Context: an optimization exercise on an open-source flow, tuned for small area, a short achievable clock period and few clock cycles per item. The choices shown serve that exercise and are no tape-out recipe. Function not checked in this run: the RTL went through the layout flow alone.

--- constraint.sdc ---
create_clock -name core_clock -period 12.0 [get_ports {clk}]
set_input_delay 2.4000 -clock core_clock [delete_from_list [all_inputs] [get_ports {clk}]]
set_output_delay 2.4000 -clock core_clock [all_outputs]
set_load 0.01 [all_outputs]
--- config.mk ---
export PLATFORM = sky130hd
export DESIGN_NAME = kw_unwrap
export DESIGN_NICKNAME = kw_unwrap
export VERILOG_FILES = /design/flow/design.v
export SDC_FILE = /design/flow/constraint.sdc
export NUM_CORES = 8
export LEC_CHECK = 0
export CAP_MARGIN = 40
export CELL_PAD_IN_SITES_DETAIL_PLACEMENT = 1
export CELL_PAD_IN_SITES_GLOBAL_PLACEMENT = 2
export CORE_MARGIN = 2
export CORE_UTILIZATION = 30
export PLACE_DENSITY = 0.5
export SLEW_MARGIN = 40
export SYNTH_HIERARCHICAL = 1
--- flow/run.sh ---
#!/bin/bash
set -euo pipefail
MARGIN=${MARGIN:-7}
bash standard.sh SETUP_SLACK_MARGIN=$MARGIN finish > make_finish.log 2>&1
--- design.v ---
module aes_sbox (
    input  wire [7:0] a,
    output wire [7:0] y
);
    wire n1;
    gx2 u1 (.a(a[1]), .b(a[6]), .y(n1));
    wire n2;
    gx2 u2 (.a(a[2]), .b(a[3]), .y(n2));
    wire n3;
    gx2 u3 (.a(a[4]), .b(a[7]), .y(n3));
    wire n4;
    gx2 u4 (.a(a[5]), .b(a[7]), .y(n4));
    wire n5;
    gx2 u5 (.a(a[0]), .b(a[2]), .y(n5));
    wire n6;
    gx2 u6 (.a(n1), .b(n2), .y(n6));
    wire n7;
    gx2 u7 (.a(a[4]), .b(a[5]), .y(n7));
    wire n8;
    gx2 u8 (.a(a[3]), .b(n1), .y(n8));
    wire n9;
    gx2 u9 (.a(a[0]), .b(a[5]), .y(n9));
    wire n10;
    gx2 u10 (.a(a[6]), .b(n3), .y(n10));
    wire n11;
    gx2 u11 (.a(a[1]), .b(n5), .y(n11));
    wire n12;
    gx2 u12 (.a(a[7]), .b(n1), .y(n12));
    wire n13;
    gx2 u13 (.a(n3), .b(n6), .y(n13));
    wire n14;
    gx2 u14 (.a(n6), .b(n7), .y(n14));
    wire n15;
    gx2 u15 (.a(a[2]), .b(a[5]), .y(n15));
    wire n16;
    gx2 u16 (.a(n4), .b(n6), .y(n16));
    wire n17;
    gx2 u17 (.a(a[5]), .b(n3), .y(n17));
    wire n18;
    gx2 u18 (.a(a[1]), .b(n4), .y(n18));
    wire n19;
    gx2 u19 (.a(a[1]), .b(n2), .y(n19));
    wire n20;
    gx2 u20 (.a(a[5]), .b(n8), .y(n20));
    wire n21;
    gx2 u21 (.a(a[4]), .b(n8), .y(n21));
    wire n22;
    gx2 u22 (.a(a[7]), .b(n8), .y(n22));
    wire n23;
    gx2 u23 (.a(n3), .b(n8), .y(n23));
    wire n24;
    gx2 u24 (.a(a[3]), .b(n9), .y(n24));
    wire n25;
    gx2 u25 (.a(a[5]), .b(n11), .y(n25));
    wire n26;
    gx2 u26 (.a(n2), .b(n4), .y(n26));
    wire n27;
    gx2 u27 (.a(n5), .b(n12), .y(n27));
    wire n28;
    gx2 u28 (.a(n1), .b(n3), .y(n28));
    wire n29;
    gx2 u29 (.a(n4), .b(n11), .y(n29));
    wire n30;
    gx2 u30 (.a(n1), .b(n7), .y(n30));
    wire n31;
    gx2 u31 (.a(n2), .b(n9), .y(n31));
    wire n32;
    gx2 u32 (.a(a[4]), .b(n11), .y(n32));
    wire n33;
    gx2 u33 (.a(n10), .b(n31), .y(n33));
    wire n34;
    gx2 u34 (.a(n2), .b(n10), .y(n34));
    wire n35;
    ga2 u35 (.a(n22), .b(n20), .y(n35));
    wire n36;
    ga2 u36 (.a(n15), .b(n21), .y(n36));
    wire n37;
    ga2 u37 (.a(n16), .b(n7), .y(n37));
    wire n38;
    ga2 u38 (.a(n12), .b(n17), .y(n38));
    wire n39;
    ga2 u39 (.a(n5), .b(n29), .y(n39));
    wire n40;
    ga2 u40 (.a(n27), .b(n32), .y(n40));
    wire n41;
    ga2 u41 (.a(a[3]), .b(n23), .y(n41));
    wire n42;
    ga2 u42 (.a(n9), .b(n33), .y(n42));
    wire n43;
    ga2 u43 (.a(n24), .b(n25), .y(n43));
    wire n44;
    gx2 u44 (.a(n39), .b(n40), .y(n44));
    wire n45;
    gx2 u45 (.a(n38), .b(n39), .y(n45));
    wire n46;
    gx2 u46 (.a(n37), .b(n45), .y(n46));
    wire n47;
    gx2 u47 (.a(n36), .b(n14), .y(n47));
    wire n48;
    gx2 u48 (.a(n42), .b(n43), .y(n48));
    wire n49;
    gx2 u49 (.a(n41), .b(n45), .y(n49));
    wire n50;
    gx2 u50 (.a(n37), .b(n13), .y(n50));
    wire n51;
    gx2 u51 (.a(a[1]), .b(n48), .y(n51));
    wire n52;
    gx2 u52 (.a(n35), .b(n50), .y(n52));
    wire n53;
    gx2 u53 (.a(n44), .b(n52), .y(n53));
    wire n54;
    gx2 u54 (.a(n42), .b(n26), .y(n54));
    wire n55;
    gx2 u55 (.a(n44), .b(n51), .y(n55));
    wire n56;
    gx2 u56 (.a(n46), .b(n47), .y(n56));
    wire n57;
    gx2 u57 (.a(n49), .b(n54), .y(n57));
    reg [3:0] e;
    always @(*) begin
        case ({n55, n57, n53, n56})
            4'd0: e = 4'd0;
            4'd1: e = 4'd1;
            4'd2: e = 4'd3;
            4'd3: e = 4'd2;
            4'd4: e = 4'd15;
            4'd5: e = 4'd12;
            4'd6: e = 4'd9;
            4'd7: e = 4'd11;
            4'd8: e = 4'd10;
            4'd9: e = 4'd6;
            4'd10: e = 4'd8;
            4'd11: e = 4'd7;
            4'd12: e = 4'd5;
            4'd13: e = 4'd14;
            4'd14: e = 4'd13;
            4'd15: e = 4'd4;
            default: e = 4'd0;
        endcase
    end
    wire n58;
    gx2 u58 (.a(e[2]), .b(e[3]), .y(n58));
    wire n59;
    gx2 u59 (.a(e[0]), .b(e[1]), .y(n59));
    wire n60;
    gx2 u60 (.a(n58), .b(n59), .y(n60));
    wire n61;
    gx2 u61 (.a(e[1]), .b(e[3]), .y(n61));
    wire n62;
    gx2 u62 (.a(e[0]), .b(e[2]), .y(n62));
    wire n63;
    ga2 u63 (.a(n4), .b(e[3]), .y(n63));
    wire n64;
    ga2 u64 (.a(n14), .b(e[2]), .y(n64));
    wire n65;
    ga2 u65 (.a(n13), .b(n58), .y(n65));
    wire n66;
    ga2 u66 (.a(n30), .b(e[1]), .y(n66));
    wire n67;
    ga2 u67 (.a(n18), .b(e[0]), .y(n67));
    wire n68;
    ga2 u68 (.a(n10), .b(n59), .y(n68));
    wire n69;
    ga2 u69 (.a(n28), .b(n61), .y(n69));
    wire n70;
    ga2 u70 (.a(n34), .b(n62), .y(n70));
    wire n71;
    ga2 u71 (.a(n19), .b(n60), .y(n71));
    wire n72;
    ga2 u72 (.a(n20), .b(e[3]), .y(n72));
    wire n73;
    ga2 u73 (.a(n21), .b(e[2]), .y(n73));
    wire n74;
    ga2 u74 (.a(n7), .b(n58), .y(n74));
    wire n75;
    ga2 u75 (.a(n17), .b(e[1]), .y(n75));
    wire n76;
    ga2 u76 (.a(n29), .b(e[0]), .y(n76));
    wire n77;
    ga2 u77 (.a(n32), .b(n59), .y(n77));
    wire n78;
    ga2 u78 (.a(n23), .b(n61), .y(n78));
    wire n79;
    ga2 u79 (.a(n33), .b(n62), .y(n79));
    wire n80;
    ga2 u80 (.a(n25), .b(n60), .y(n80));
    wire n81;
    gx2 u81 (.a(n64), .b(n68), .y(n81));
    wire n82;
    gx2 u82 (.a(n63), .b(n81), .y(n82));
    wire n83;
    gx2 u83 (.a(n78), .b(n79), .y(n83));
    wire n84;
    gx2 u84 (.a(n66), .b(n82), .y(n84));
    wire n85;
    gx2 u85 (.a(n73), .b(n74), .y(n85));
    wire n86;
    gx2 u86 (.a(n75), .b(n77), .y(n86));
    wire n87;
    gx2 u87 (.a(n65), .b(n69), .y(n87));
    wire n88;
    gx2 u88 (.a(n83), .b(n85), .y(n88));
    wire n89;
    gx2 u89 (.a(n72), .b(n73), .y(n89));
    wire n90;
    gx2 u90 (.a(n76), .b(n83), .y(n90));
    wire n91;
    gx2 u91 (.a(n80), .b(n86), .y(n91));
    wire n92;
    gx2 u92 (.a(n86), .b(n89), .y(n92));
    wire n93;
    gx2 u93 (.a(n67), .b(n82), .y(n93));
    wire n94;
    gx2 u94 (.a(n70), .b(n87), .y(n94));
    wire n95;
    gx2 u95 (.a(n75), .b(n90), .y(n95));
    wire n96;
    gx2 u96 (.a(n81), .b(n87), .y(n96));
    wire n97;
    gx2 u97 (.a(n67), .b(n96), .y(n97));
    wire n112;
    gxn2 u98 (.a(n84), .b(n88), .y(n112));
    wire n99;
    gx2 u99 (.a(n78), .b(n91), .y(n99));
    wire n100;
    gx2 u100 (.a(n77), .b(n90), .y(n100));
    wire n115;
    gxn2 u101 (.a(n71), .b(n97), .y(n115));
    wire n114;
    gxn2 u102 (.a(n84), .b(n99), .y(n114));
    wire n103;
    gx2 u103 (.a(n69), .b(n70), .y(n103));
    wire n104;
    gx2 u104 (.a(n64), .b(n94), .y(n104));
    wire n105;
    gx2 u105 (.a(n79), .b(n85), .y(n105));
    wire n106;
    gx2 u106 (.a(n95), .b(n104), .y(n106));
    wire n113;
    gxn2 u107 (.a(n89), .b(n100), .y(n113));
    wire n108;
    gx2 u108 (.a(n88), .b(n103), .y(n108));
    wire n109;
    gx2 u109 (.a(n91), .b(n105), .y(n109));
    wire n110;
    gx2 u110 (.a(n84), .b(n109), .y(n110));
    wire n111;
    gx2 u111 (.a(n93), .b(n108), .y(n111));
    assign y[0] = n112;
    assign y[1] = n113;
    assign y[2] = n92;
    assign y[3] = n111;
    assign y[4] = n110;
    assign y[5] = n114;
    assign y[6] = n115;
    assign y[7] = n106;
endmodule
module aes_inv_sbox (
    input  wire [7:0] a,
    input  wire [7:0] k,
    output wire [7:0] y
);
    wire n1;
    gx2 u1 (.a(a[1]), .b(a[2]), .y(n1));
    wire n2;
    gx2 u2 (.a(a[0]), .b(a[5]), .y(n2));
    wire n3;
    gx2 u3 (.a(a[4]), .b(a[6]), .y(n3));
    wire n4;
    gx2 u4 (.a(a[7]), .b(n1), .y(n4));
    wire n5;
    gx2 u5 (.a(a[0]), .b(a[3]), .y(n5));
    wire n6;
    gx2 u6 (.a(a[4]), .b(a[5]), .y(n6));
    wire n7;
    gx2 u7 (.a(a[6]), .b(n5), .y(n7));
    wire n8;
    gx2 u8 (.a(a[3]), .b(n6), .y(n8));
    wire n9;
    gx2 u9 (.a(a[0]), .b(a[4]), .y(n9));
    wire n10;
    gx2 u10 (.a(n2), .b(n3), .y(n10));
    wire n11;
    gx2 u11 (.a(n1), .b(n2), .y(n11));
    wire n12;
    gx2 u12 (.a(a[5]), .b(a[6]), .y(n12));
    wire n13;
    gx2 u13 (.a(a[0]), .b(a[7]), .y(n13));
    wire n14;
    gx2 u14 (.a(a[4]), .b(n2), .y(n14));
    wire n15;
    gx2 u15 (.a(a[6]), .b(n4), .y(n15));
    wire n16;
    gx2 u16 (.a(a[2]), .b(a[7]), .y(n16));
    wire n17;
    gx2 u17 (.a(n4), .b(n10), .y(n17));
    wire n18;
    gx2 u18 (.a(n1), .b(n9), .y(n18));
    wire n19;
    gx2 u19 (.a(a[1]), .b(n8), .y(n19));
    wire n39;
    gxn2 u20 (.a(a[1]), .b(n2), .y(n39));
    wire n21;
    gx2 u21 (.a(n1), .b(n5), .y(n21));
    wire n44;
    gxn2 u22 (.a(n4), .b(n14), .y(n44));
    wire n23;
    gx2 u23 (.a(n12), .b(n16), .y(n23));
    wire n24;
    gx2 u24 (.a(a[1]), .b(n3), .y(n24));
    wire n37;
    gxn2 u25 (.a(a[2]), .b(n6), .y(n37));
    wire n26;
    gx2 u26 (.a(a[3]), .b(n3), .y(n26));
    wire n27;
    gx2 u27 (.a(a[1]), .b(n13), .y(n27));
    wire n28;
    gx2 u28 (.a(n4), .b(n8), .y(n28));
    wire n29;
    gx2 u29 (.a(a[1]), .b(n9), .y(n29));
    wire n30;
    gx2 u30 (.a(a[3]), .b(n12), .y(n30));
    wire n31;
    gx2 u31 (.a(n4), .b(n26), .y(n31));
    wire n32;
    gx2 u32 (.a(a[6]), .b(n11), .y(n32));
    wire n43;
    gxn2 u33 (.a(n4), .b(n7), .y(n43));
    wire n34;
    gx2 u34 (.a(n3), .b(n13), .y(n34));
    wire n35 = ~n1;
    wire n36 = ~n9;
    wire n38 = ~n11;
    wire n40 = ~a[1];
    wire n41 = ~n10;
    wire n42 = ~n5;
    wire n45 = ~a[6];
    wire n46 = ~n10;
    wire n47 = ~n8;
    wire n48;
    ga2 u35 (.a(n18), .b(n34), .y(n48));
    wire n49;
    ga2 u36 (.a(n35), .b(n21), .y(n49));
    wire n50;
    ga2 u37 (.a(n36), .b(n31), .y(n50));
    wire n51;
    ga2 u38 (.a(n37), .b(n27), .y(n51));
    wire n52;
    ga2 u39 (.a(n38), .b(n32), .y(n52));
    wire n53;
    ga2 u40 (.a(n29), .b(n23), .y(n53));
    wire n54;
    ga2 u41 (.a(n39), .b(n24), .y(n54));
    wire n55;
    ga2 u42 (.a(n2), .b(n30), .y(n55));
    wire n56;
    ga2 u43 (.a(n40), .b(n19), .y(n56));
    wire n57;
    gx2 u44 (.a(n52), .b(n53), .y(n57));
    wire n58;
    gx2 u45 (.a(n51), .b(n52), .y(n58));
    wire n59;
    gx2 u46 (.a(n49), .b(n28), .y(n59));
    wire n60;
    gx2 u47 (.a(n54), .b(n55), .y(n60));
    wire n61;
    gx2 u48 (.a(n55), .b(n7), .y(n61));
    wire n62;
    gx2 u49 (.a(n41), .b(n60), .y(n62));
    wire n63;
    gx2 u50 (.a(n48), .b(n59), .y(n63));
    wire n64;
    gx2 u51 (.a(n57), .b(n63), .y(n64));
    wire n65;
    gx2 u52 (.a(n56), .b(n61), .y(n65));
    wire n66;
    gx2 u53 (.a(n58), .b(n62), .y(n66));
    wire n67;
    gx2 u54 (.a(n57), .b(n65), .y(n67));
    wire n68;
    gx2 u55 (.a(n48), .b(n14), .y(n68));
    wire n69;
    gx2 u56 (.a(n50), .b(n68), .y(n69));
    wire n70;
    gx2 u57 (.a(n58), .b(n69), .y(n70));
    reg [3:0] e;
    always @(*) begin
        case ({n67, n66, n64, n70})
            4'd0: e = 4'd0;
            4'd1: e = 4'd1;
            4'd2: e = 4'd3;
            4'd3: e = 4'd2;
            4'd4: e = 4'd10;
            4'd5: e = 4'd8;
            4'd6: e = 4'd14;
            4'd7: e = 4'd13;
            4'd8: e = 4'd5;
            4'd9: e = 4'd11;
            4'd10: e = 4'd4;
            4'd11: e = 4'd9;
            4'd12: e = 4'd15;
            4'd13: e = 4'd7;
            4'd14: e = 4'd6;
            4'd15: e = 4'd12;
            default: e = 4'd0;
        endcase
    end
    wire n71;
    gx2 u58 (.a(e[2]), .b(e[3]), .y(n71));
    wire n72;
    gx2 u59 (.a(e[0]), .b(e[1]), .y(n72));
    wire n73;
    gx2 u60 (.a(n71), .b(n72), .y(n73));
    wire n74;
    gx2 u61 (.a(e[1]), .b(e[3]), .y(n74));
    wire n75;
    gx2 u62 (.a(e[0]), .b(e[2]), .y(n75));
    wire n76;
    ga2 u63 (.a(n15), .b(e[3]), .y(n76));
    wire n77;
    ga2 u64 (.a(n42), .b(e[2]), .y(n77));
    wire n78;
    ga2 u65 (.a(n43), .b(n71), .y(n78));
    wire n79;
    ga2 u66 (.a(n44), .b(e[1]), .y(n79));
    wire n80;
    ga2 u67 (.a(n45), .b(e[0]), .y(n80));
    wire n81;
    ga2 u68 (.a(n17), .b(n72), .y(n81));
    wire n82;
    ga2 u69 (.a(n46), .b(n74), .y(n82));
    wire n83;
    ga2 u70 (.a(n7), .b(n75), .y(n83));
    wire n84;
    ga2 u71 (.a(n47), .b(n73), .y(n84));
    wire n85;
    ga2 u72 (.a(n34), .b(e[3]), .y(n85));
    wire n86;
    ga2 u73 (.a(n21), .b(e[2]), .y(n86));
    wire n87;
    ga2 u74 (.a(n31), .b(n71), .y(n87));
    wire n88;
    ga2 u75 (.a(n27), .b(e[1]), .y(n88));
    wire n89;
    ga2 u76 (.a(n32), .b(e[0]), .y(n89));
    wire n90;
    ga2 u77 (.a(n23), .b(n72), .y(n90));
    wire n91;
    ga2 u78 (.a(n24), .b(n74), .y(n91));
    wire n92;
    ga2 u79 (.a(n30), .b(n75), .y(n92));
    wire n93;
    ga2 u80 (.a(n19), .b(n73), .y(n93));
    wire n94;
    gx2 u81 (.a(n85), .b(n86), .y(n94));
    wire n95;
    gx2 u82 (.a(n76), .b(n77), .y(n95));
    wire n96;
    gx2 u83 (.a(n93), .b(n94), .y(n96));
    wire n97;
    gx2 u84 (.a(n80), .b(n95), .y(n97));
    wire n98;
    gx2 u85 (.a(n88), .b(n91), .y(n98));
    wire n99;
    gx2 u86 (.a(n81), .b(n97), .y(n99));
    wire n100;
    gx2 u87 (.a(n89), .b(n98), .y(n100));
    wire n101;
    gx2 u88 (.a(n92), .b(n96), .y(n101));
    wire n102;
    gx2 u89 (.a(n90), .b(n98), .y(n102));
    wire n103;
    gx2 u90 (.a(n84), .b(n102), .y(n103));
    wire n104;
    gx2 u91 (.a(n96), .b(n100), .y(n104));
    wire n105;
    gx2 u92 (.a(n78), .b(n82), .y(n105));
    wire n106;
    gx2 u93 (.a(k[0]), .b(n99), .y(n106));
    wire n107;
    gx2 u94 (.a(k[7]), .b(n95), .y(n107));
    wire n108;
    gx2 u95 (.a(n83), .b(n105), .y(n108));
    wire n109;
    gx2 u96 (.a(n77), .b(k[6]), .y(n109));
    wire n110;
    gx2 u97 (.a(n87), .b(n90), .y(n110));
    wire n111;
    gx2 u98 (.a(n92), .b(n97), .y(n111));
    wire n112;
    gx2 u99 (.a(n88), .b(n110), .y(n112));
    wire n113;
    gx2 u100 (.a(n79), .b(n82), .y(n113));
    wire n114;
    gx2 u101 (.a(n93), .b(n109), .y(n114));
    wire n115;
    gx2 u102 (.a(n76), .b(k[1]), .y(n115));
    wire n116;
    gx2 u103 (.a(n84), .b(n107), .y(n116));
    wire n117;
    gx2 u104 (.a(k[3]), .b(n104), .y(n117));
    wire n118;
    gx2 u105 (.a(n86), .b(n112), .y(n118));
    wire n119;
    gx2 u106 (.a(k[4]), .b(n94), .y(n119));
    wire n120;
    gx2 u107 (.a(n105), .b(n114), .y(n120));
    wire n121;
    gx2 u108 (.a(n106), .b(n118), .y(n121));
    wire n122;
    gx2 u109 (.a(n113), .b(n119), .y(n122));
    wire n123;
    gx2 u110 (.a(n111), .b(n122), .y(n123));
    wire n124;
    gx2 u111 (.a(n108), .b(n115), .y(n124));
    wire n125;
    gx2 u112 (.a(n83), .b(n116), .y(n125));
    wire n126;
    gx2 u113 (.a(n101), .b(n125), .y(n126));
    wire n127;
    gx2 u114 (.a(k[2]), .b(n99), .y(n127));
    wire n128;
    gx2 u115 (.a(k[5]), .b(n99), .y(n128));
    wire n129;
    gx2 u116 (.a(n103), .b(n120), .y(n129));
    wire n130;
    gx2 u117 (.a(n103), .b(n123), .y(n130));
    wire n131;
    gx2 u118 (.a(n101), .b(n128), .y(n131));
    wire n132;
    gx2 u119 (.a(n104), .b(n127), .y(n132));
    assign y[0] = n121;
    assign y[1] = n124;
    assign y[2] = n132;
    assign y[3] = n117;
    assign y[4] = n130;
    assign y[5] = n131;
    assign y[6] = n129;
    assign y[7] = n126;
endmodule
module aes_inv_mixcol (
    input  wire [31:0] a,
    output wire [31:0] y
);
    wire x0;
    gx2 u_x0 (.a(a[5]), .b(a[21]), .y(x0));
    wire x1;
    gx2 u_x1 (.a(a[13]), .b(a[29]), .y(x1));
    wire x2;
    gx2 u_x2 (.a(a[6]), .b(a[22]), .y(x2));
    wire x3;
    gx2 u_x3 (.a(a[14]), .b(a[30]), .y(x3));
    wire x4;
    gx2 u_x4 (.a(x0), .b(x1), .y(x4));
    wire x5;
    gx2 u_x5 (.a(a[7]), .b(x2), .y(x5));
    wire x6;
    gx2 u_x6 (.a(a[23]), .b(x3), .y(x6));
    wire x7;
    gx2 u_x7 (.a(a[3]), .b(a[31]), .y(x7));
    wire x8;
    gx2 u_x8 (.a(a[15]), .b(a[19]), .y(x8));
    wire x9;
    gx2 u_x9 (.a(a[25]), .b(x4), .y(x9));
    wire x10;
    gx2 u_x10 (.a(a[1]), .b(a[17]), .y(x10));
    wire x11;
    gx2 u_x11 (.a(a[8]), .b(a[24]), .y(x11));
    wire x12;
    gx2 u_x12 (.a(a[9]), .b(x9), .y(x12));
    wire x13;
    gx2 u_x13 (.a(a[12]), .b(a[28]), .y(x13));
    wire x14;
    gx2 u_x14 (.a(a[4]), .b(a[20]), .y(x14));
    wire x15;
    gx2 u_x15 (.a(a[0]), .b(a[16]), .y(x15));
    wire x16;
    gx2 u_x16 (.a(a[10]), .b(a[26]), .y(x16));
    wire x17;
    gx2 u_x17 (.a(a[2]), .b(a[18]), .y(x17));
    wire x18;
    gx2 u_x18 (.a(a[11]), .b(a[27]), .y(x18));
    wire x19;
    gx2 u_x19 (.a(x7), .b(x8), .y(x19));
    wire x20;
    gx2 u_x20 (.a(x6), .b(x17), .y(x20));
    wire x21;
    gx2 u_x21 (.a(a[7]), .b(x14), .y(x21));
    wire x22;
    gx2 u_x22 (.a(x2), .b(x16), .y(x22));
    wire x23;
    gx2 u_x23 (.a(a[23]), .b(x13), .y(x23));
    wire x24;
    gx2 u_x24 (.a(x5), .b(x18), .y(x24));
    wire x25;
    gx2 u_x25 (.a(a[7]), .b(x3), .y(x25));
    wire x26;
    gx2 u_x26 (.a(x3), .b(x22), .y(x26));
    wire x27;
    gx2 u_x27 (.a(x4), .b(x11), .y(x27));
    wire x28;
    gx2 u_x28 (.a(a[15]), .b(a[31]), .y(x28));
    wire x29;
    gx2 u_x29 (.a(a[30]), .b(x23), .y(x29));
    wire x30;
    gx2 u_x30 (.a(x8), .b(x10), .y(x30));
    wire x31;
    gx2 u_x31 (.a(a[2]), .b(x15), .y(x31));
    wire x32;
    gx2 u_x32 (.a(a[5]), .b(x19), .y(x32));
    wire x33;
    gx2 u_x33 (.a(a[21]), .b(x19), .y(x33));
    wire x34;
    gx2 u_x34 (.a(a[22]), .b(x21), .y(x34));
    wire x35;
    gx2 u_x35 (.a(x7), .b(x10), .y(x35));
    wire x36;
    gx2 u_x36 (.a(a[18]), .b(x15), .y(x36));
    wire x37;
    gx2 u_x37 (.a(a[23]), .b(x2), .y(x37));
    wire x38;
    gx2 u_x38 (.a(x26), .b(x28), .y(x38));
    wire x39;
    gx2 u_x39 (.a(x1), .b(x17), .y(x39));
    wire x40;
    gx2 u_x40 (.a(x5), .b(x20), .y(x40));
    wire x41;
    gx2 u_x41 (.a(a[13]), .b(x24), .y(x41));
    wire x42;
    gx2 u_x42 (.a(x27), .b(x37), .y(x42));
    wire x43;
    gx2 u_x43 (.a(a[15]), .b(a[24]), .y(x43));
    wire x44;
    gx2 u_x44 (.a(x6), .b(x18), .y(x44));
    wire x45;
    gx2 u_x45 (.a(x0), .b(x28), .y(x45));
    wire x46;
    gx2 u_x46 (.a(a[26]), .b(x11), .y(x46));
    wire x47;
    gx2 u_x47 (.a(a[6]), .b(x21), .y(x47));
    wire x48;
    gx2 u_x48 (.a(x0), .b(x16), .y(x48));
    wire x49;
    gx2 u_x49 (.a(a[0]), .b(a[31]), .y(x49));
    wire x50;
    gx2 u_x50 (.a(x4), .b(x15), .y(x50));
    wire x51;
    gx2 u_x51 (.a(x26), .b(x39), .y(x51));
    wire x52;
    gx2 u_x52 (.a(a[14]), .b(x23), .y(x52));
    wire x53;
    gx2 u_x53 (.a(a[29]), .b(x24), .y(x53));
    wire x54;
    gx2 u_x54 (.a(a[10]), .b(x11), .y(x54));
    wire x55;
    gx2 u_x55 (.a(a[31]), .b(x1), .y(x55));
    wire x56;
    gx2 u_x56 (.a(a[3]), .b(a[11]), .y(x56));
    wire x57;
    gx2 u_x57 (.a(a[13]), .b(x33), .y(x57));
    wire x58;
    gx2 u_x58 (.a(x6), .b(x31), .y(x58));
    wire x59;
    gx2 u_x59 (.a(x6), .b(x50), .y(x59));
    wire x60;
    gx2 u_x60 (.a(x14), .b(x30), .y(x60));
    wire x61;
    gx2 u_x61 (.a(x1), .b(x34), .y(x61));
    wire x62;
    gx2 u_x62 (.a(a[15]), .b(x29), .y(x62));
    wire x63;
    gx2 u_x63 (.a(a[31]), .b(x5), .y(x63));
    wire x64;
    gx2 u_x64 (.a(a[14]), .b(x45), .y(x64));
    wire x65;
    gx2 u_x65 (.a(a[17]), .b(x31), .y(x65));
    wire x66;
    gx2 u_x66 (.a(a[4]), .b(a[12]), .y(x66));
    wire x67;
    gx2 u_x67 (.a(a[11]), .b(x16), .y(x67));
    wire x68;
    gx2 u_x68 (.a(a[19]), .b(a[27]), .y(x68));
    wire x69;
    gx2 u_x69 (.a(x43), .b(x50), .y(x69));
    wire x70;
    gx2 u_x70 (.a(a[8]), .b(a[31]), .y(x70));
    wire x71;
    gx2 u_x71 (.a(a[16]), .b(x37), .y(x71));
    wire x72;
    gx2 u_x72 (.a(a[10]), .b(x24), .y(x72));
    wire x73;
    gx2 u_x73 (.a(a[1]), .b(a[8]), .y(x73));
    wire x74;
    gx2 u_x74 (.a(x61), .b(x62), .y(x74));
    wire x75;
    gx2 u_x75 (.a(x32), .b(x34), .y(x75));
    wire x76;
    gx2 u_x76 (.a(a[6]), .b(x45), .y(x76));
    wire x77;
    gx2 u_x77 (.a(x5), .b(x10), .y(x77));
    wire x78;
    gx2 u_x78 (.a(x14), .b(x29), .y(x78));
    wire x79;
    gx2 u_x79 (.a(x25), .b(x46), .y(x79));
    wire x80;
    gx2 u_x80 (.a(x18), .b(x31), .y(x80));
    wire x81;
    gx2 u_x81 (.a(a[17]), .b(x6), .y(x81));
    wire x82;
    gx2 u_x82 (.a(a[16]), .b(x27), .y(x82));
    wire x83;
    gx2 u_x83 (.a(x35), .b(x67), .y(x83));
    wire x84;
    gx2 u_x84 (.a(x13), .b(x64), .y(x84));
    wire x85;
    gx2 u_x85 (.a(x8), .b(x56), .y(x85));
    wire x86;
    gx2 u_x86 (.a(x25), .b(x69), .y(x86));
    wire x87;
    gx2 u_x87 (.a(x10), .b(x71), .y(x87));
    wire x88;
    gx2 u_x88 (.a(a[4]), .b(a[28]), .y(x88));
    wire x89;
    gx2 u_x89 (.a(x44), .b(x47), .y(x89));
    wire x90;
    gx2 u_x90 (.a(a[4]), .b(x13), .y(x90));
    wire x91;
    gx2 u_x91 (.a(x59), .b(x70), .y(x91));
    wire x92;
    gx2 u_x92 (.a(x48), .b(x66), .y(x92));
    wire x93;
    gx2 u_x93 (.a(a[1]), .b(x36), .y(x93));
    wire x94;
    gx2 u_x94 (.a(x35), .b(x36), .y(x94));
    wire x95;
    gx2 u_x95 (.a(x9), .b(x77), .y(x95));
    wire x96;
    gx2 u_x96 (.a(a[8]), .b(x49), .y(x96));
    wire x97;
    gx2 u_x97 (.a(a[15]), .b(x73), .y(x97));
    wire x98;
    gx2 u_x98 (.a(x52), .b(x55), .y(x98));
    wire x99;
    gx2 u_x99 (.a(x25), .b(x90), .y(x99));
    wire x100;
    gx2 u_x100 (.a(a[28]), .b(x14), .y(x100));
    wire x101;
    gx2 u_x101 (.a(a[17]), .b(x54), .y(x101));
    wire x102;
    gx2 u_x102 (.a(x36), .b(x85), .y(x102));
    wire x103;
    gx2 u_x103 (.a(x76), .b(x78), .y(x103));
    wire x104;
    gx2 u_x104 (.a(a[1]), .b(a[9]), .y(x104));
    wire x105;
    gx2 u_x105 (.a(x27), .b(x94), .y(x105));
    wire x106;
    gx2 u_x106 (.a(x33), .b(x88), .y(x106));
    wire x107;
    gx2 u_x107 (.a(a[16]), .b(x97), .y(x107));
    wire x108;
    gx2 u_x108 (.a(a[23]), .b(a[27]), .y(x108));
    wire x109;
    gx2 u_x109 (.a(x29), .b(x32), .y(x109));
    wire x110;
    gx2 u_x110 (.a(x46), .b(x104), .y(x110));
    wire x111;
    gx2 u_x111 (.a(a[12]), .b(x108), .y(x111));
    wire x112;
    gx2 u_x112 (.a(x5), .b(x100), .y(x112));
    wire x113;
    gx2 u_x113 (.a(x25), .b(x107), .y(x113));
    wire x114;
    gx2 u_x114 (.a(x20), .b(x92), .y(x114));
    wire x115;
    gx2 u_x115 (.a(a[0]), .b(a[15]), .y(x115));
    wire x116;
    gx2 u_x116 (.a(a[9]), .b(x65), .y(x116));
    wire x117;
    gx2 u_x117 (.a(a[29]), .b(x44), .y(x117));
    wire x118;
    gx2 u_x118 (.a(a[26]), .b(x30), .y(x118));
    wire x119;
    gx2 u_x119 (.a(a[25]), .b(x93), .y(x119));
    wire x120;
    gx2 u_x120 (.a(x40), .b(x110), .y(x120));
    wire x121;
    gx2 u_x121 (.a(x33), .b(x52), .y(x121));
    wire x122;
    gx2 u_x122 (.a(a[9]), .b(x4), .y(x122));
    wire x123;
    gx2 u_x123 (.a(a[20]), .b(a[28]), .y(x123));
    wire x124;
    gx2 u_x124 (.a(a[11]), .b(x17), .y(x124));
    wire x125;
    gx2 u_x125 (.a(x72), .b(x105), .y(x125));
    wire x126;
    gx2 u_x126 (.a(x53), .b(x114), .y(x126));
    wire x127;
    gx2 u_x127 (.a(x42), .b(x115), .y(x127));
    wire x128;
    gx2 u_x128 (.a(x41), .b(x109), .y(x128));
    wire x129;
    gx2 u_x129 (.a(x47), .b(x98), .y(x129));
    wire x130;
    gx2 u_x130 (.a(x79), .b(x102), .y(x130));
    wire x131;
    gx2 u_x131 (.a(a[24]), .b(x49), .y(x131));
    wire x132;
    gx2 u_x132 (.a(x57), .b(x89), .y(x132));
    wire x133;
    gx2 u_x133 (.a(a[20]), .b(a[27]), .y(x133));
    wire x134;
    gx2 u_x134 (.a(x81), .b(x131), .y(x134));
    wire x135;
    gx2 u_x135 (.a(x22), .b(x111), .y(x135));
    wire x136;
    gx2 u_x136 (.a(x12), .b(x130), .y(x136));
    wire x137;
    gx2 u_x137 (.a(a[12]), .b(a[20]), .y(x137));
    wire x138;
    gx2 u_x138 (.a(x53), .b(x121), .y(x138));
    wire x139;
    gx2 u_x139 (.a(x34), .b(x84), .y(x139));
    wire x140;
    gx2 u_x140 (.a(x63), .b(x82), .y(x140));
    wire x141;
    gx2 u_x141 (.a(x38), .b(x119), .y(x141));
    wire x142;
    gx2 u_x142 (.a(x75), .b(x117), .y(x142));
    wire x143;
    gx2 u_x143 (.a(x32), .b(x137), .y(x143));
    wire x144;
    gx2 u_x144 (.a(x83), .b(x112), .y(x144));
    wire x145;
    gx2 u_x145 (.a(x60), .b(x135), .y(x145));
    wire x146;
    gx2 u_x146 (.a(x38), .b(x116), .y(x146));
    wire x147;
    gx2 u_x147 (.a(x12), .b(x144), .y(x147));
    wire x148;
    gx2 u_x148 (.a(x30), .b(x124), .y(x148));
    wire x149;
    gx2 u_x149 (.a(x12), .b(x134), .y(x149));
    wire x150;
    gx2 u_x150 (.a(x51), .b(x143), .y(x150));
    wire x151;
    gx2 u_x151 (.a(x99), .b(x148), .y(x151));
    wire x152;
    gx2 u_x152 (.a(x51), .b(x106), .y(x152));
    wire x153;
    gx2 u_x153 (.a(x43), .b(x122), .y(x153));
    wire x154;
    gx2 u_x154 (.a(x12), .b(x151), .y(x154));
    wire x155;
    gx2 u_x155 (.a(a[25]), .b(x101), .y(x155));
    wire x156;
    gx2 u_x156 (.a(x7), .b(x68), .y(x156));
    wire x157;
    gx2 u_x157 (.a(x80), .b(x118), .y(x157));
    wire x158;
    gx2 u_x158 (.a(x13), .b(x133), .y(x158));
    wire x159;
    gx2 u_x159 (.a(x12), .b(x145), .y(x159));
    wire x160;
    gx2 u_x160 (.a(x54), .b(x156), .y(x160));
    wire x161;
    gx2 u_x161 (.a(x58), .b(x160), .y(x161));
    wire x162;
    gx2 u_x162 (.a(x48), .b(x123), .y(x162));
    wire x163;
    gx2 u_x163 (.a(x95), .b(x96), .y(x163));
    wire x164;
    gx2 u_x164 (.a(x87), .b(x153), .y(x164));
    wire x165;
    gx2 u_x165 (.a(x20), .b(x162), .y(x165));
    wire x166;
    gx2 u_x166 (.a(x12), .b(x113), .y(x166));
    wire x167;
    gx2 u_x167 (.a(x40), .b(x155), .y(x167));
    wire x168;
    gx2 u_x168 (.a(x41), .b(x165), .y(x168));
    wire x169;
    gx2 u_x169 (.a(x12), .b(x161), .y(x169));
    wire x170;
    gx2 u_x170 (.a(x35), .b(x158), .y(x170));
    wire x171;
    gx2 u_x171 (.a(x42), .b(x157), .y(x171));
    wire x172;
    gx2 u_x172 (.a(x20), .b(x170), .y(x172));
    wire x173;
    gx2 u_x173 (.a(x12), .b(x172), .y(x173));
    assign y[0] = x140;
    assign y[1] = x149;
    assign y[2] = x141;
    assign y[3] = x171;
    assign y[4] = x173;
    assign y[5] = x152;
    assign y[6] = x142;
    assign y[7] = x103;
    assign y[8] = x86;
    assign y[9] = x163;
    assign y[10] = x120;
    assign y[11] = x169;
    assign y[12] = x147;
    assign y[13] = x126;
    assign y[14] = x128;
    assign y[15] = x129;
    assign y[16] = x127;
    assign y[17] = x166;
    assign y[18] = x146;
    assign y[19] = x125;
    assign y[20] = x154;
    assign y[21] = x150;
    assign y[22] = x132;
    assign y[23] = x139;
    assign y[24] = x91;
    assign y[25] = x164;
    assign y[26] = x167;
    assign y[27] = x136;
    assign y[28] = x159;
    assign y[29] = x168;
    assign y[30] = x138;
    assign y[31] = x74;
endmodule
module gx2 (input wire a, input wire b, output wire y);
    assign y = a ^ b;
endmodule
module gxn2 (input wire a, input wire b, output wire y);
    assign y = ~(a ^ b);
endmodule
module ga2 (input wire a, input wire b, output wire y);
    assign y = a & b;
endmodule
module kw_unwrap (
    input  wire         clk,
    input  wire         rst,
    input  wire         req_valid,
    output wire         req_ready,
    input  wire         req_kek,
    input  wire         req_long,
    input  wire [319:0] req_data,
    output wire         resp_valid,
    input  wire         resp_ready,
    output wire [255:0] resp_key,
    output wire         resp_ok
);
    localparam [63:0] IV = 64'hA6A6_A6A6_A6A6_A6A6;
    reg          s_idle, s_kload, s_kexp, s_kdone, s_round, s_clr, s_resp;
    reg          bnd;        
    reg  [3:0]   rnd;        
    reg  [5:0]   kidx;       
    reg  [4:0]   t;          
    reg          long_key;   
    reg          ok;
    reg          k_rot;      
    reg          k_id;       
    reg  [7:0]   k_rcon;     
    reg  [255:0] kwin;       
    reg  [255:0] klast;      
    reg  [127:0] st;         
    reg  [63:0]  q1, q2, q3, q4;
    wire [127:0] rk14 = klast[127:0];
    function [7:0] rcon_of(input [2:0] i);
        case (i)
            3'd1:    rcon_of = 8'h01;
            3'd2:    rcon_of = 8'h02;
            3'd3:    rcon_of = 8'h04;
            3'd4:    rcon_of = 8'h08;
            3'd5:    rcon_of = 8'h10;
            3'd6:    rcon_of = 8'h20;
            3'd7:    rcon_of = 8'h40;
            default: rcon_of = 8'h00;
        endcase
    endfunction
    wire [31:0] kw0 = kwin[255:224], kw1 = kwin[223:192], kw2 = kwin[191:160], kw3 = kwin[159:128];
    wire [31:0] kw4 = kwin[127:96],  kw5 = kwin[95:64],   kw6 = kwin[63:32],   kw7 = kwin[31:0];
    wire [31:0] sub_out;
    genvar g;
    generate
        for (g = 0; g < 4; g = g + 1) begin : g_ksbox
            aes_sbox u_sbox (.a(kw3[8*g +: 8]), .y(sub_out[8*g +: 8]));
        end
    endgenerate
    wire [31:0]  sub_rot   = k_rot ? {sub_out[23:0], sub_out[31:24]} : sub_out;
    wire [31:0]  k_g       = k_id ? kw3 : (sub_rot ^ {k_rcon, 24'h0});
    wire [31:0]  k_new     = kw4 ^ k_g;
    wire [255:0] kfwd_next = {kwin[223:128], k_new, kwin[95:0], kw0};
    wire [255:0] kbwd_next = {k_new, kw5 ^ kw4, kw6 ^ kw5, kw7 ^ kw6, kwin[255:128]};
    wire [127:0] ark;
    wire [127:0] imc;
    generate
        for (g = 0; g < 16; g = g + 1) begin : g_round
            localparam integer ROW = g % 4;
            localparam integer COL = g / 4;
            localparam integer SRC = ROW + 4 * ((COL + 4 - ROW) % 4);
            aes_inv_sbox u_isbox (.a(st[127-8*SRC -: 8]), .k(kwin[255-8*g -: 8]), .y(ark[127-8*g -: 8]));
        end
        for (g = 0; g < 4; g = g + 1) begin : g_imc
            aes_inv_mixcol u_imc (.a(ark[127-32*g -: 32]), .y(imc[127-32*g -: 32]));
        end
    endgenerate
    wire         last_step = (t == 5'd1);
    wire [4:0]   t_next    = t - 5'd1;
    wire [63:0]  head      = long_key ? q1 : q3;
    wire [63:0]  c_n       = req_long ? req_data[63:0] : req_data[191:128];
    wire [4:0]   t_first   = req_long ? 5'd24 : 5'd12;
    wire [127:0] blk_raw   = s_round ? {ark[127:64] ^ {59'd0, t_next}, head}
                                     : {req_data[319:256] ^ {59'd0, t_first}, c_n};
    always @(posedge clk) begin
        if (s_round && !bnd)
            st <= imc;
        else
            st <= blk_raw ^ rk14;
        if (s_kload)
            kwin <= {q1, q4, q3, q2};
        else if (s_kexp)
            kwin <= kfwd_next;
        else if (s_round && !bnd)
            kwin <= kbwd_next;
        else
            kwin <= klast;
        if (s_kdone)
            klast <= {kwin[127:0], kwin[255:128]};
    end
    wire [5:0] kidx_n = kidx + 6'd1;
    wire [3:0] rnd_n  = rnd - 4'd1;
    always @(posedge clk) begin
        if (s_kload) begin
            k_rot  <= 1'b1;
            k_id   <= 1'b0;
            k_rcon <= 8'h01;
        end else if (s_kexp) begin
            k_rot  <= (kidx_n[2:0] == 3'd0);
            k_id   <= (kidx_n[1:0] != 2'd0);
            k_rcon <= (kidx_n[2:0] == 3'd0) ? rcon_of(kidx_n[5:3]) : 8'h00;
        end else begin
            k_rot  <= s_round && !bnd ? rnd_n[0] : 1'b1;
            k_id   <= 1'b0;
            k_rcon <= !(s_round && !bnd) ? 8'h40 : rnd_n[0] ? rcon_of(rnd_n[3:1] + 3'd1) : 8'h00;
        end
    end
    always @(posedge clk) begin
        if (rst) begin
            s_idle  <= 1'b1;
            s_kload <= 1'b0;
            s_kexp  <= 1'b0;
            s_kdone <= 1'b0;
            s_round <= 1'b0;
            s_clr   <= 1'b0;
            s_resp  <= 1'b0;
        end else begin
            if (s_idle) begin
                q1 <= req_data[127:64];
                q2 <= req_data[191:128];
                q3 <= req_data[255:192];
                q4 <= req_data[63:0];
                long_key <= req_long;
                t        <= t_first;
                rnd      <= 4'd13;
                bnd      <= 1'b0;
                if (req_valid) begin
                    s_idle <= 1'b0;
                    if (req_kek)
                        s_kload <= 1'b1;
                    else
                        s_round <= 1'b1;
                end
            end
            if (s_kload) begin
                kidx    <= 6'd8;
                s_kload <= 1'b0;
                s_kexp  <= 1'b1;
            end
            if (s_kexp) begin
                kidx <= kidx_n;
                if (kidx == 6'd59) begin
                    s_kexp  <= 1'b0;
                    s_kdone <= 1'b1;
                end
            end
            if (s_kdone) begin
                s_kdone <= 1'b0;
                s_idle  <= 1'b1;
            end
            if (s_round) begin
                if (!bnd) begin
                    rnd <= rnd_n;
                    bnd <= (rnd == 4'd1);
                end else begin
                    if (last_step) begin
                        q4 <= ark[63:0];
                    end else begin
                        q3 <= ark[63:0];
                        if (long_key) begin
                            q1 <= q2;
                            q2 <= q3;
                        end
                    end
                    t   <= t_next;
                    rnd <= 4'd13;
                    bnd <= 1'b0;
                    ok  <= (ark[127:64] == IV);
                    if (last_step) begin
                        s_round <= 1'b0;
                        s_clr   <= 1'b1;
                    end
                end
            end
            if (s_clr) begin
                if (!long_key) begin
                    q1 <= 64'd0;
                    q2 <= 64'd0;
                end
                if (!ok) begin
                    q1 <= 64'd0;
                    q2 <= 64'd0;
                    q3 <= 64'd0;
                    q4 <= 64'd0;
                end
                s_clr  <= 1'b0;
                s_resp <= 1'b1;
            end
            if (s_resp && resp_ready) begin
                s_resp <= 1'b0;
                s_idle <= 1'b1;
            end
        end
    end
    assign req_ready  = s_idle;
    assign resp_valid = s_resp;
    assign resp_ok    = ok;
    assign resp_key   = {q4, q3, q2, q1};
endmodule
--- standard.sh ---
#!/bin/bash
# synth_recipe.tcl (not shown) runs the flow's synth.tcl, then flattens the netlist and writes it again
# the make line also repeats each setting of config.mk as NAME=value (left out here)
make -C /OpenROAD-flow-scripts/flow DESIGN_CONFIG=/design/flow/config.mk WORK_HOME=/design/flow/orfs CLKGATE_MAP_FILE= SYNTH_SCRIPT=/design/flow/synth_recipe.tcl "${@:-finish}"
==> notes.md <==
## logic make-up (layout without fill, tap and decap cells)
family | Yosys count | in the layout | synth area share [%]
simple gates | 1668 | 1668 | 10.4
buf+inv | 974 | 2510 | 6.51
xor+xnor | 2894 | 2894 | 33.0
mux | 514 | 514 | 7.22
flops | 930 | 930 | 31.2
compound gates | 1315 | 1315 | 10.8
other cells | 0 | 28 | 0
fa+ha+maj | 54 | 54 | 0.881
## worst max-delay path, delay by kind of cell, from the launching register on
kind	cells	cell delay [ns]
buffers and inverters	7	0.94
AND/OR/NAND/NOR	3	0.49
flip-flops	1	0.45
XOR/XNOR	15	3.25
AO/OA/AOI/OAI	1	0.13
multiplexers	2	0.71
adder cells (fa/ha/maj)	1	0.28
## per-module statistics from Yosys, one instance, submodules excluded
module	cell area (µm²)	cells	flops+latches	copies in the design
kw_unwrap	46400	4585	930	1
aes_inv_mixcol	240	32	0	4
aes_sbox	209	24	0	4
aes_inv_sbox	201	31	0	16
gx2	8.76	1	0	2424
gxn2	8.76	1	0	80
ga2	6.26	1	0	540
## layer usage
metal  routed length (µm)  up-vias  GRT usage (%)
li1                     -    29500              -
met1               186000    35100           43.2
met2               203000     1978           52.3
met3                22500      515           3.61
met4                24100       18           14.0
met5                  127        -              0
## cells in the mapped netlist (26+ instances only)
cell,n
a211oi_1,411
a21oi_1,378
a221o_1,41
a31oi_1,27
and2_1,549
buf_2,147
buf_4,296
clkbuf_1,187
dfxtp_1,400
edfxtp_1,530
ha_1,54
inv_1,296
mux2_2,64
mux2i_1,426
nand2_1,605
nor2_1,418
o211ai_1,60
o21ai_0,129
o21ai_1,202
o221ai_1,26
xnor2_1,396
xor2_1,2497
## path summary, 6_finish.rpt
check	endpoint	slack (ns)	cells after the start
worst max register to register	st[37]	5.62	29
worst max-delay path	st[37]	5.62	29
worst min-delay path	klast[145]	0.48	0
worst min register to register	klast[145]	0.48	0
## through the flow
stage,std cells,hold slack (ns)
2_1_floorplan,8349,0.431
3_3_place_gp,11800,0.474
3_5_place_dp,11800,0.472
4_1_cts,12900,0.469
5_1_grt,13300,0.477
6_report,13300,0.482
## layout make-up
cell class,instances,area [µm²],share of cell area (%)
Multi-Input combinational cell,6445,66100,55.5
Sequential cell,930,24400,20.5
Timing Repair Buffer,1961,19200,16.1
Tap cell,3366,4210,3.53
Clock buffer,196,3610,3.03
Inverter,320,1210,1.02
Clock inverter,33,378,0.317
Antenna cell,28,70.1,0.0588
## registers in the layout, indices dropped and copies added (netlist names), 6 cells and up
signal and cells:
klast 256, kwin 256, st 128, q1 64, q2 64, q3 64, q4 64, k_rcon 7
kidx 6
## timing repair
item                       in CTS  in global routing
pin swaps                     675                563
setup buffers                 793                380
setup endpoints to repair     310                302
hold buffers                    0                  0
resized for setup            1637                831
==> out/qor.yml <==
layout:
  drive_gt1_share_pct: 36.8
  fin_util_pct: 46.9
  final_common_cell: "xor2_1"
  final_cell_mix: "xor2_1, buf_4, xor2_2"
  final_nets: 10200
  syn2layout_area_growth_pct: 55.4
  fillers: 26700
  final_area_mm2: 0.119
grt:
  grt_pass1_vias: 69300
  grt_pass1_wl_um: 582000
  grt_overflow: 0
  grt_max_degree: 181
  grt_usage_pct: 32.2
  antenna_found_initial: 40
sta:
  min_period_over_period_pct: 53.1
  slew_viol_final: 0
  fin_ws_ns: 5.62
  skew_ns: 0.0689
  period_needed_ns: 6.38
  rsz0062_at_grt: "true"
  final_hold_viol_count: 0
  relSlewSlack_pct: 33.4
  final.setup.tns_ns: 0
  setup_viol_count_final: 0
  fmax_ghz: 0.157
  tightest_slew_ns: 0.972
place:
  pre_cts_ws_ns: 4.01
  place_congestion: 0.932
  placed_area_mm2: 0.0890
  dpl.hpwl_um: 321000
  numPortBuffers: 584
worst_setup_path:
  path_class: "flop to flop"
  timing.rr.start: "st[105]"
  crit_path_max_incr_delay_ns: 0.50
  critPathSlowestCell: "mux4_2"
  crit_path_end_kind: "flop"
  startpoint: "st[105]"
  cp.arrival_ns: 7.09
  cpMostUsedCell: "xor2_4"
  worstPathRequired_ns: 12.71
  cp_max_fo: 3
  start_kind: "flop"
detailed_routing:
  drc: 0
  drt-initial-drc-count: 5199
  post_drt_wl_per_cell_um: 32.8
  drt_first_pass_iters: 7
  vias_per_cell: 5.05
  ant_nets: 0
  vias: 67100
  drt_wl_total_um: 436000
logic_synthesis:
  yosys.area.top_type: "xor2_1"
  yosys.area.top_type_share_pct: 28.5
  avgSynthCellArea_um2: 9.19
  syn_nets: 8729
  ys_async_sr_fraction_pct: 0
  ys_ff_latch: 930
  synth_area_leaders: "xor2_1, edfxtp_1, dfxtp_1"
  syn_area_mm2: 0.0767
  synth-seq-area-share_pct: 31.2
  synth_top_flop_cell: "edfxtp_1"
  synth_cell_types: 64
  synth_edf_count: 530
  yosysWarnings: 9
  syn_inst: 8349
floorplanning:
  core_area_mm2: 0.254
  die_x_um: 510
  io_pins: 585
  die-area_mm2: 0.260
  initial_utilization_pct: 30.2
  die_y_um: 510
  rows: 185
run:
  maxCapViolations: 0
clocking:
  htree_levels: 3
  cts_tree: "built"
  clockBufferDepth: 3
  clock-root-buffer: "clkbuf_16"
  numClockSinks: 930
  clk_pin_slew_ns: 0.07
  cts_buffers: 120
  clock_latency_ns: 0.81
run_status:
  outcome: "timing/DRC/antenna clean"
worst_hold_path:
  hp-start: "kwin[17]"
  hold_path.class: "flop to flop"

[afterwards: timing with drivers on the ports]
In the flow no input, the clock included, has a driving cell. The finished layout below was timed again as built, in two steps.
Step 1 sets driving cells, clkbuf_16 on the clock port and buf_2 on the other inputs (assumed; they add their load-dependent delay and slew).
Step 2 times the ports against the registers' clock, not the clock port: input delays grow and output delays shrink by t, the midpoint of the rising clock arrivals with the driver on.
Slacks: ideal ports / drivers / drivers and shift; pairs: ideal ports / drivers.
shift t [ns]: 0.881
setup slack, ns: 5.622 / 5.622 / 5.622
hold WS [ns]: 0.482 / 0.482 / 0.482
worst setup path at the end: register to register
worst slew at a driven data input, ns: 0.24
After both steps this run still meets setup and hold. The setup slack of this run moves by 0.000 ns with the drivers and by 0.000 ns with both steps.
